What follows belongs to an exercise in optimizing a design on an open flow for a short achievable clock period and few clock cycles; a production flow would make more cautious choices.
In this exercise RTL edits were held to simulation tests only and were not proved equivalent to the original.
Power and IR drop assume default switching activity.

$ cat design/flow/design.v
module jormos_pump (
    input  wire        clk,
    input  wire        rst,
    input  wire        start,
    input  wire [31:0] entry,
    output wire        i_req,
    output wire [15:2] i_addr,
    input  wire        i_ack,
    input  wire [31:0] i_rdata,
    output wire        d_req,
    output wire        d_we,
    output wire [16:2] d_addr,
    output wire [3:0]  d_be,
    output wire [31:0] d_wdata,
    input  wire        d_ack,
    input  wire [31:0] d_rdata,
    output wire [1:0]  state,
    output wire [7:0]  cause,
    output wire [31:0] tpc,
    output wire [31:0] taddr,
    output wire [15:0] tcode,
    input  wire [4:0]  dbg_addr,
    output wire [31:0] dbg_data
);
    localparam [2:0] S_OFF   = 3'd0,
                     S_FETCH = 3'd1,
                     S_EXEC  = 3'd2,
                     S_MEM   = 3'd3,
                     S_DIV   = 3'd4,
                     S_TRAP  = 3'd5;
    localparam [7:0] C_ILLEGAL  = 8'h01,
                     C_ISALEVEL = 8'h02,
                     C_MISALIGN = 8'h04,
                     C_BUSERR_I = 8'h05,
                     C_BUSERR_D = 8'h06,
                     C_SOFT     = 8'h0B;
    reg [2:0]  st;
    reg [31:0] pc;
    reg [31:0] ir;
    reg [31:0] regs [1:31];
    reg [7:0]  cause_r;
    reg [31:0] tpc_r;
    reg [31:0] taddr_r;
    reg [15:0] tcode_r;
    reg [31:0] m_addr;
    reg        m_we;
    reg        m_signed;
    reg [1:0]  m_sz;
    reg [31:0] m_wdata;
    reg [31:0] dv_q;
    reg [32:0] dv_r;
    reg [31:0] dv_b;
    reg [5:0]  dv_cnt;
    reg        dv_rem;
    reg        dv_negq;
    reg        dv_negr;
    wire [5:0]  op     = ir[31:26];
    wire [4:0]  f_rd   = ir[25:21];
    wire [4:0]  f_rs1  = ir[20:16];
    wire [4:0]  f_rs2  = ir[15:11];
    wire [10:0] func11 = ir[10:0];
    wire [5:0]  fn     = ir[5:0];
    wire [15:0] imm16  = ir[15:0];
    wire [1:0]  sz     = ir[15:14];
    wire [31:0] sext16 = {{16{imm16[15]}}, imm16};
    wire [31:0] zext16 = {16'd0, imm16};
    wire [31:0] sext14 = {{18{ir[13]}}, ir[13:0]};
    wire [31:0] sext21 = {{11{ir[20]}}, ir[20:0]};
    wire [31:0] va = (f_rd  == 5'd0) ? 32'd0 : regs[f_rd];    
    wire [31:0] a  = (f_rs1 == 5'd0) ? 32'd0 : regs[f_rs1];   
    wire [31:0] b  = (f_rs2 == 5'd0) ? 32'd0 : regs[f_rs2];   
    wire [31:0] pc4 = pc + 32'd4;
    reg illegal;
    reg isalevel;
    always @(*) begin
        illegal  = 1'b0;
        isalevel = 1'b0;
        case (op)
            6'h01: illegal = (func11[10:6] != 5'd0) || (fn > 6'h19) ||
                             ((fn == 6'h15 || fn == 6'h16) && f_rs2 != 5'd0);
            6'h02, 6'h03, 6'h04, 6'h05, 6'h06, 6'h07: illegal = 1'b0;
            6'h08, 6'h09, 6'h0A: illegal = (imm16[15:5] != 11'd0);
            6'h0B: illegal = (f_rs1 != 5'd0);
            6'h10, 6'h11, 6'h12: illegal = (sz == 2'd3);
            6'h18, 6'h19, 6'h1A, 6'h1B, 6'h1C, 6'h1D, 6'h1E: illegal = 1'b0;
            6'h20, 6'h21, 6'h22, 6'h23, 6'h24: illegal = 1'b0;
            6'h30, 6'h31, 6'h32, 6'h33, 6'h34, 6'h35, 6'h36, 6'h37: isalevel = 1'b1;
            6'h38: illegal = (f_rd != 5'd0) || (f_rs1 != 5'd0);
            6'h3A: illegal = (f_rs1 != 5'd0) || (imm16 != 16'h0006);
            default: illegal = 1'b1;
        endcase
    end
    function [5:0] clz32(input [31:0] x);
        integer k;
        reg found;
        begin
            clz32 = 6'd0;
            found = 1'b0;
            for (k = 31; k >= 0; k = k - 1) begin
                if (!found && x[k]) found = 1'b1;
                if (!found) clz32 = clz32 + 6'd1;
            end
        end
    endfunction
    function [5:0] popc32(input [31:0] x);
        integer k;
        begin
            popc32 = 6'd0;
            for (k = 0; k < 32; k = k + 1)
                popc32 = popc32 + {5'd0, x[k]};
        end
    endfunction
    wire        mul_sa = (fn == 6'h0B);
    wire [65:0] prod   = $signed({mul_sa & a[31], a}) * $signed({mul_sa & b[31], b});
    wire [32:0] adds_x = {a[31], a} + {b[31], b};
    wire [32:0] subs_x = {a[31], a} - {b[31], b};
    wire [31:0] adds_v = (adds_x[32] != adds_x[31]) ? (adds_x[32] ? 32'h8000_0000 : 32'h7FFF_FFFF)
                                                     : adds_x[31:0];
    wire [31:0] subs_v = (subs_x[32] != subs_x[31]) ? (subs_x[32] ? 32'h8000_0000 : 32'h7FFF_FFFF)
                                                     : subs_x[31:0];
    wire        slt_s  = $signed(a) < $signed(b);
    wire        slt_u  = a < b;
    wire [4:0]  shb    = b[4:0];
    wire [63:0] ror_x  = {a, a} >> shb;
    reg [31:0] alu_v;
    always @(*) begin
        case (fn)
            6'h00: alu_v = a + b;
            6'h01: alu_v = a - b;
            6'h02: alu_v = a & b;
            6'h03: alu_v = a | b;
            6'h04: alu_v = a ^ b;
            6'h05: alu_v = a << shb;
            6'h06: alu_v = a >> shb;
            6'h07: alu_v = $signed(a) >>> shb;
            6'h08: alu_v = {31'd0, slt_s};
            6'h09: alu_v = {31'd0, slt_u};
            6'h0A: alu_v = prod[31:0];
            6'h0B: alu_v = prod[63:32];
            6'h0C: alu_v = prod[63:32];
            6'h11: alu_v = slt_s ? a : b;
            6'h12: alu_v = slt_s ? b : a;
            6'h13: alu_v = slt_u ? a : b;
            6'h14: alu_v = slt_u ? b : a;
            6'h15: alu_v = {26'd0, clz32(a)};
            6'h16: alu_v = {26'd0, popc32(a)};
            6'h17: alu_v = ror_x[31:0];
            6'h18: alu_v = adds_v;
            6'h19: alu_v = subs_v;
            default: alu_v = 32'd0;
        endcase
    end
    wire is_divop = (fn == 6'h0D) || (fn == 6'h0E) || (fn == 6'h0F) || (fn == 6'h10);
    wire div_sgn  = (fn == 6'h0D) || (fn == 6'h0F);
    wire div_isr  = (fn == 6'h0F) || (fn == 6'h10);
    wire div_ovf  = div_sgn && (a == 32'h8000_0000) && (b == 32'hFFFF_FFFF);
    wire [31:0] a_mag = (div_sgn && a[31]) ? (32'd0 - a) : a;
    wire [31:0] b_mag = (div_sgn && b[31]) ? (32'd0 - b) : b;
    reg [31:0] div_special;
    always @(*) begin
        if (div_isr)
            div_special = 32'd0;
        else if (b == 32'd0)
            div_special = div_sgn ? (a[31] ? 32'h8000_0000 : 32'h7FFF_FFFF) : 32'hFFFF_FFFF;
        else
            div_special = 32'h7FFF_FFFF;
    end
    reg [31:0] imm_v;
    always @(*) begin
        case (op)
            6'h02: imm_v = a + sext16;
            6'h03: imm_v = a & zext16;
            6'h04: imm_v = a | zext16;
            6'h05: imm_v = a ^ zext16;
            6'h06: imm_v = {31'd0, $signed(a) < $signed(sext16)};
            6'h07: imm_v = {31'd0, a < zext16};
            6'h08: imm_v = a << imm16[4:0];
            6'h09: imm_v = a >> imm16[4:0];
            6'h0A: imm_v = $signed(a) >>> imm16[4:0];
            6'h0B: imm_v = {imm16, 16'd0};
            default: imm_v = 32'd0;
        endcase
    end
    reg br_taken;
    always @(*) begin
        case (op)
            6'h18: br_taken = (va == a);
            6'h19: br_taken = (va != a);
            6'h1A: br_taken = $signed(va) < $signed(a);
            6'h1B: br_taken = !($signed(va) < $signed(a));
            6'h1C: br_taken = va < a;
            6'h1D: br_taken = !(va < a);
            6'h21: br_taken = (va == 32'd0);
            6'h22: br_taken = (va != 32'd0);
            6'h23: br_taken = va[31];
            6'h24: br_taken = !va[31];
            default: br_taken = 1'b0;
        endcase
    end
    wire [31:0] br_tgt_b = pc + {sext16[29:0], 2'b00};
    wire [31:0] br_tgt_c = pc + {sext21[29:0], 2'b00};
    wire [31:0] jalr_tgt = (a + sext16) & 32'hFFFF_FFFC;
    wire [31:0] ls_addr  = a + sext14;
    wire        ls_mis   = (sz == 2'd1 && ls_addr[0]) || (sz == 2'd2 && ls_addr[1:0] != 2'b00);
    wire        ls_imem  = (ls_addr[31:16] == 16'h0000);
    wire        ls_dmem  = (ls_addr[31:15] == 17'b0_0000_0000_0000_0010);
    wire        ls_store = (op == 6'h12);
    wire        ls_berr  = ls_store ? !ls_dmem : !(ls_imem || ls_dmem);
    wire [31:0] ld_word = d_rdata >> {m_addr[1:0], 3'b000};
    wire [7:0]  ld_byte = ld_word[7:0];
    wire [15:0] ld_half = m_addr[1] ? d_rdata[31:16] : d_rdata[15:0];
    reg  [31:0] ld_v;
    always @(*) begin
        case (m_sz)
            2'd0:    ld_v = m_signed ? {{24{ld_byte[7]}}, ld_byte} : {24'd0, ld_byte};
            2'd1:    ld_v = m_signed ? {{16{ld_half[15]}}, ld_half} : {16'd0, ld_half};
            default: ld_v = d_rdata;
        endcase
    end
    wire [32:0] dv_sh   = {dv_r[31:0], dv_q[31]};
    wire [32:0] dv_diff = dv_sh - {1'b0, dv_b};
    wire        dv_ge   = !dv_diff[32];
    wire [31:0] dv_qv = dv_negq ? (32'd0 - dv_q) : dv_q;
    wire [31:0] dv_rv = dv_negr ? (32'd0 - dv_r[31:0]) : dv_r[31:0];
    integer i;
    task automatic wr_rd(input [4:0] r, input [31:0] v);
        begin
            if (r != 5'd0) regs[r] <= v;
        end
    endtask
    task automatic take_trap(input [7:0] c, input [31:0] addr, input [15:0] code);
        begin
            st      <= S_TRAP;
            cause_r <= c;
            tpc_r   <= pc;
            taddr_r <= addr;
            tcode_r <= code;
        end
    endtask
    always @(posedge clk) begin
        if (rst) begin
            st <= S_OFF;
        end else begin
            case (st)
                S_OFF: begin
                    if (start) begin
                        pc <= {entry[31:2], 2'b00};
                        for (i = 1; i < 32; i = i + 1) regs[i] <= 32'd0;
                        st <= S_FETCH;
                    end
                end
                S_FETCH: begin
                    if (pc[31:16] != 16'd0)
                        take_trap(C_BUSERR_I, 32'd0, 16'd0);
                    else if (i_ack) begin
                        ir <= i_rdata;
                        st <= S_EXEC;
                    end
                end
                S_EXEC: begin
                    if (isalevel)
                        take_trap(C_ISALEVEL, 32'd0, 16'd0);
                    else if (illegal)
                        take_trap(C_ILLEGAL, 32'd0, 16'd0);
                    else begin
                        case (op)
                            6'h01: begin
                                if (is_divop) begin
                                    if (b == 32'd0 || div_ovf) begin
                                        wr_rd(f_rd, div_special);
                                        pc <= pc4;
                                        st <= S_FETCH;
                                    end else begin
                                        dv_q    <= a_mag;
                                        dv_r    <= 33'd0;
                                        dv_b    <= b_mag;
                                        dv_cnt  <= 6'd32;
                                        dv_rem  <= div_isr;
                                        dv_negq <= div_sgn && (a[31] != b[31]);
                                        dv_negr <= div_sgn && a[31];
                                        st      <= S_DIV;
                                    end
                                end else begin
                                    wr_rd(f_rd, alu_v);
                                    pc <= pc4;
                                    st <= S_FETCH;
                                end
                            end
                            6'h02, 6'h03, 6'h04, 6'h05, 6'h06, 6'h07,
                            6'h08, 6'h09, 6'h0A, 6'h0B: begin
                                wr_rd(f_rd, imm_v);
                                pc <= pc4;
                                st <= S_FETCH;
                            end
                            6'h10, 6'h11, 6'h12: begin
                                if (ls_mis)
                                    take_trap(C_MISALIGN, ls_addr, 16'd0);
                                else if (ls_berr)
                                    take_trap(C_BUSERR_D, ls_addr, 16'd0);
                                else begin
                                    m_addr   <= ls_addr;
                                    m_we     <= ls_store;
                                    m_signed <= (op == 6'h10);
                                    m_sz     <= sz;
                                    m_wdata  <= va;
                                    st       <= S_MEM;
                                end
                            end
                            6'h18, 6'h19, 6'h1A, 6'h1B, 6'h1C, 6'h1D: begin
                                pc <= br_taken ? br_tgt_b : pc4;
                                st <= S_FETCH;
                            end
                            6'h1E: begin
                                wr_rd(f_rd, pc4);
                                pc <= jalr_tgt;
                                st <= S_FETCH;
                            end
                            6'h20: begin
                                wr_rd(f_rd, pc4);
                                pc <= br_tgt_c;
                                st <= S_FETCH;
                            end
                            6'h21, 6'h22, 6'h23, 6'h24: begin
                                pc <= br_taken ? br_tgt_c : pc4;
                                st <= S_FETCH;
                            end
                            6'h38: take_trap(C_SOFT, 32'd0, imm16);
                            6'h3A: begin
                                wr_rd(f_rd, 32'd2);   
                                pc <= pc4;
                                st <= S_FETCH;
                            end
                            default: take_trap(C_ILLEGAL, 32'd0, 16'd0);
                        endcase
                    end
                end
                S_MEM: begin
                    if (d_ack) begin
                        if (!m_we) wr_rd(f_rd, ld_v);
                        pc <= pc4;
                        st <= S_FETCH;
                    end
                end
                S_DIV: begin
                    if (dv_cnt != 6'd0) begin
                        dv_r   <= dv_ge ? dv_diff : dv_sh;
                        dv_q   <= {dv_q[30:0], dv_ge};
                        dv_cnt <= dv_cnt - 6'd1;
                    end else begin
                        wr_rd(f_rd, dv_rem ? dv_rv : dv_qv);
                        pc <= pc4;
                        st <= S_FETCH;
                    end
                end
                default: ;   
            endcase
        end
    end
    assign i_req  = (st == S_FETCH) && (pc[31:16] == 16'd0);
    assign i_addr = pc[15:2];
    assign d_req   = (st == S_MEM);
    assign d_we    = m_we;
    assign d_addr  = m_addr[16:2];
    assign d_be    = (m_sz == 2'd0) ? (4'b0001 << m_addr[1:0]) :
                     (m_sz == 2'd1) ? (m_addr[1] ? 4'b1100 : 4'b0011) : 4'b1111;
    assign d_wdata = (m_sz == 2'd0) ? {4{m_wdata[7:0]}} :
                     (m_sz == 2'd1) ? {2{m_wdata[15:0]}} : m_wdata;
    assign state = (st == S_OFF)  ? 2'd0 :
                   (st == S_TRAP) ? 2'd2 : 2'd1;
    assign cause = cause_r;
    assign tpc   = tpc_r;
    assign taddr = taddr_r;
    assign tcode = tcode_r;
    assign dbg_data = (dbg_addr == 5'd0) ? 32'd0 : regs[dbg_addr];
endmodule
$ cat design/flow/run.sh
#!/bin/bash
# synth_recipe.tcl (not shown) runs the flow's synth.tcl, then flattens the netlist and writes it again
# the make line also repeats each setting of config.mk as NAME=value (left out here)
make -C /OpenROAD-flow-scripts/flow DESIGN_CONFIG=/design/flow/config.mk WORK_HOME=/design/flow/orfs CLKGATE_MAP_FILE= SYNTH_SCRIPT=/design/flow/synth_recipe.tcl finish
$ cat design/flow/config.mk
export PLATFORM = sky130hd
export DESIGN_NAME = jormos_pump
export DESIGN_NICKNAME = jormos_pump
export VERILOG_FILES = /design/flow/design.v
export SDC_FILE = /design/flow/constraint.sdc
export NUM_CORES = 4
export LEC_CHECK = 0
export CAP_MARGIN = 20
export CORE_MARGIN = 2
export CORE_UTILIZATION = 30
export PLACE_DENSITY = 0.4
export SLEW_MARGIN = 20
$ cat design/flow/constraint.sdc
create_clock -name core_clock -period 18.0 [get_ports {clk}]
set_input_delay 3.6000 -clock core_clock [delete_from_list [all_inputs] [get_ports {clk}]]
set_output_delay 3.6000 -clock core_clock [all_outputs]
set_load 0.01 [all_outputs]
==> flow_summary.toml <==
[yosys]
synthMostInstantiatedCell = "nor2_1"
synth_area_mm2 = 0.149
unique_cell_type_count_in_the_yosys_netlist = 116
synthTopCellsByCount = "2,081 x nor2_1, 1,551 x nand2_1, 1,326 x edfxtp_1"
synth_area_leaders = "edfxtp_1 27%, mux4_2 19%, fa_1 15%"
synth_seq_cells = 1344
synth.top_cell.area_share_pct = 26.7
ys_dominant_reg_cell = "edfxtp_1"
count_of_flip_flops_with_a_built_in_enable_after_synthesis = 1326
synthArstFlopShare_pct = 0
netlist_instances = 14325
largest_area_contributor_in_the_synthesized_netlist = "edfxtp_1"
yosys_warnings = 1
post_synthesis_mean_instance_area_um2 = 10.4
ys_seq_area_share_pct = 26.9

[cts]
clk_pin_slew_worst_paths_ns = 0.07
tritoncts = "yes"
clk_lat_worst_skew_ns = 0.93
clockBufferDepth = 4
root_buffer = "clkbuf_16"
cts_buffers = 171
htreeDepth = 4
cts.sink_count = 1344

[worst_setup_path]
critical_path.most_common_cell = "ha_1"
critical_path.slowest_cell = "mux4_1"
slowest_delay_ns = 0.58
register_to_register_setup_slack_ns = 1.16
cp-start-kind = "register"
critical_path_peak_fanout = 32
critical_path_class = "reg2reg"
timing.critical_path.to_type = "register"
timing.rr.end = "regs[12][3]"
timing.reg2reg.worst_path_depth = 82
crit_arrival_ns = 17.41
cp.required_ns = 18.58

[sta]
rsz0062_at_grt = "no"
skew_ns = 0.0866
final.period_utilization_pct = 93.5
maxSlewHeadroom_pct = 11.6
final-setup-viol-count = 0
final.setup.tns_ns = 0
timing.final.max_slew_violations = 0
final-hold-violation-count = 0
period_needed_ns = 16.84
slew_worst_pin_ns = 1.31
maxClockFrequency_mhz = 59.4
fin_worst_hold_slack_ns = 0.589

[routing]
antenna_left = 0
drcViolationCount = 0
first_iter_violations = 16484
avgViaCountPerCell = 5.94
routed_wl_um = 787000
detail_route.wl_per_cell_um = 37.3
vias = 125223
detail_route.first_pass.iterations = 8

[grt]
grt.overflow.total = 0
grt_use_total_pct = 30.7
first_global_vias = 122638
wire_length_of_the_first_global_routing_pass_um = 1070000
grt.met1_usage_pct = 41.3
global_route.usage.met2_pct = 48.0
antenna_violations_before_repair = 62
grt_start_max_net_pins = 91
met3_usage_pct = 5.68
global_route.peak_usage_layer = "met2"

[hold_path]
worst_hold_path.endpoint = "dv_q[17]"
worst_hold_path_cells = 2
hold_path_class = "reg2reg"
hold_path.startpoint = "dv_q[16]"

[placement]
dpl_cell_area_mm2 = 0.162
place.port_buffers = 287
gp_routability_congestion = 1.01
place.detailed.hpwl_um = 565000

[cells_and_area]
drive_above_1_share_pct = 17.0
fill_cell_total_of_the_finished_layout = 50738
design_area_mm2 = 0.167
finish.net_count = 16106
flow.area_growth_from_synthesis_pct = 12.1

[die]
fp.dieArea_mm2 = 0.503
ios = 296
die_x_um = 710
placementRows = 259
die_h_um = 710
initial_utilization_pct = 30.1
area_of_the_core_mm2 = 0.497

[flow_run]
max_cap_viol_count = 0

[pwr]
static-leakage-power_uw = 0.0653
power_density_over_cell_area_mw_per_mm2 = 202
vdd_ir_drop_max_uv = 773

[outcome]
outcome = "no timing/DRC/antenna violations"
flip-flops by register name (all words and copies together), names as in the netlist, named ones only:
name and cells:
ir 32, dv_r 32, m_signed 1, taddr_r 32, m_addr 17, cause_r 4, pc 30, m_wdata 32
m_we 1, dv_cnt 6, dv_negq 1, tcode_r 16, dv_q 32, dv_negr 1, regs 1024, dv_b 32
dv_rem 1, tpc_r 30, st 3, m_sz 2
cell type report:
class,instances,area [um^2],share of cell area (%)
Multi-Input combinational cell,10555,101000,60.4
Sequential cell,1344,40200,24.0
Tap cell,6655,8330,4.97
Timing Repair Buffer,838,7360,4.39
Inverter,1349,5070,3.03
Clock buffer,209,4440,2.65
Clock inverter,95,906,0.541
Antenna cell,24,60.1,0.0359
per-stage QoR:
stage,utilization (%),instances,setup slack (ns),power (uW)
after global placement,32.6,20737,0.842,30200
after floorplan,-,14362,1.88,20200
after detailed placement,32.6,20739,1.07,30100
final,33.7,21069,1.16,33900
after CTS,33.7,21043,0.983,33800
after global routing,33.7,21052,0.0810,36200
per-layer routing:
metal	part of all wire [%]	wire (um)
met3	8.7	68400
met5	0.018	140
met1	41	320000
met2	45	354000
met4	5.6	43900
worst max-delay path: cells and delay by family, from the launching register on:
kind / cells / cell delay, ns
and+or+nand+nor: 19 / 2.45
adders and majority gates: 14 / 4.19
AOI/OAI and AO/OA: 29 / 5.54
DFF: 1 / 0.54
muxes: 10 / 2.03
buffers and inverters: 7 / 1.12
xor gates and xnor gates: 3 / 0.60
timing repair:
item | 4_1_cts | 5_1_grt
buffers inserted | 0 | 1
gates resized for setup | 0 | 11
hold buffers | 0 | 0
setup endpoints to repair | 0 | 64
cell usage in the layout, fill, tap and decap left out, types with 75 or more instances in the layout:
cell type / instances
fa_1: 1155
xor2_1: 125
o22ai_1: 78
mux2i_1: 232
clkdlybuf4s50_1: 282
a22oi_1: 75
nand3_1: 126
o21ai_0: 556
clkbuf_16: 172
ha_1: 586
inv_1: 1308
nand2_1: 1483
xnor2_1: 336
a21o_1: 78
a21oi_1: 623
nor2_1: 2058
mux4_2: 1246
a211oi_1: 98
nor3_1: 160
nand2b_1: 95
buf_4: 525
edfxtp_1: 1326
worst max path at each step:
| stage | endpoint | start | cells after the start |
|---|---|---|---|
| final | regs[12][3] | register | 82 |
| after global routing | regs[12][3] | register | 85 |
| after CTS | regs[13][3] | register | 85 |
| after detailed placement | regs[22][3] | register | 85 |
| after global placement | regs[13][3] | register | 80 |
| after floorplan | regs[10][3] | register | 85 |
kinds of logic after synthesis:
family / Yosys count / synth area share [%]
and+or+nand+nor: 4484 / 12.6
buffers and inverters: 2463 / 6.53
AOI/OAI and AO/OA: 2265 / 9.64
adders and majority gates: 1742 / 20.4
muxes: 1545 / 21.0
DFF: 1344 / 26.9
xor gates and xnor gates: 481 / 2.97
other: 1 / 0.00251
report_power, final:
part           internal [uW]  switching [uW]  leakage (uW)  total (uW)
combinational           9240           16900        0.0501       26100
sequential              3890             350        0.0126        4240
clock                   1910            1590       0.00261        3500
Testbench counts, summed over its fixed seeds: cycles 256,806.

what the ideal ports hide:
The flow's constraints put no driver on any port. The routed layout listed below was extracted and timed again, unchanged, in two steps. Step 1: set_driving_cell puts a clkbuf_16 on clk and a buf_2 on each other input, an assumption about the parent block. Step 2 adds t to the input delays and takes it off the output delays; t is the mean of the earliest and latest rising clock arrival at the registers after step 1. Input paths then give back, and output paths get back, about the clock's delay inside the block. a / b / c = no drivers / after step 1 / after step 2; a / b = the first two.
t, ns: 1.018
setup slack, ns: 1.163 / 1.163 / 1.163
hold WS [ns]: 0.589 / 0.589 / 0.589
clock arrival spread, ns: 0.087 / 0.087
cell pins on the clock port's net: 1
After both steps this run still meets setup and hold. For this run, drivers alone change the setup slack by 0.000 ns; drivers and shift together by 0.000 ns.
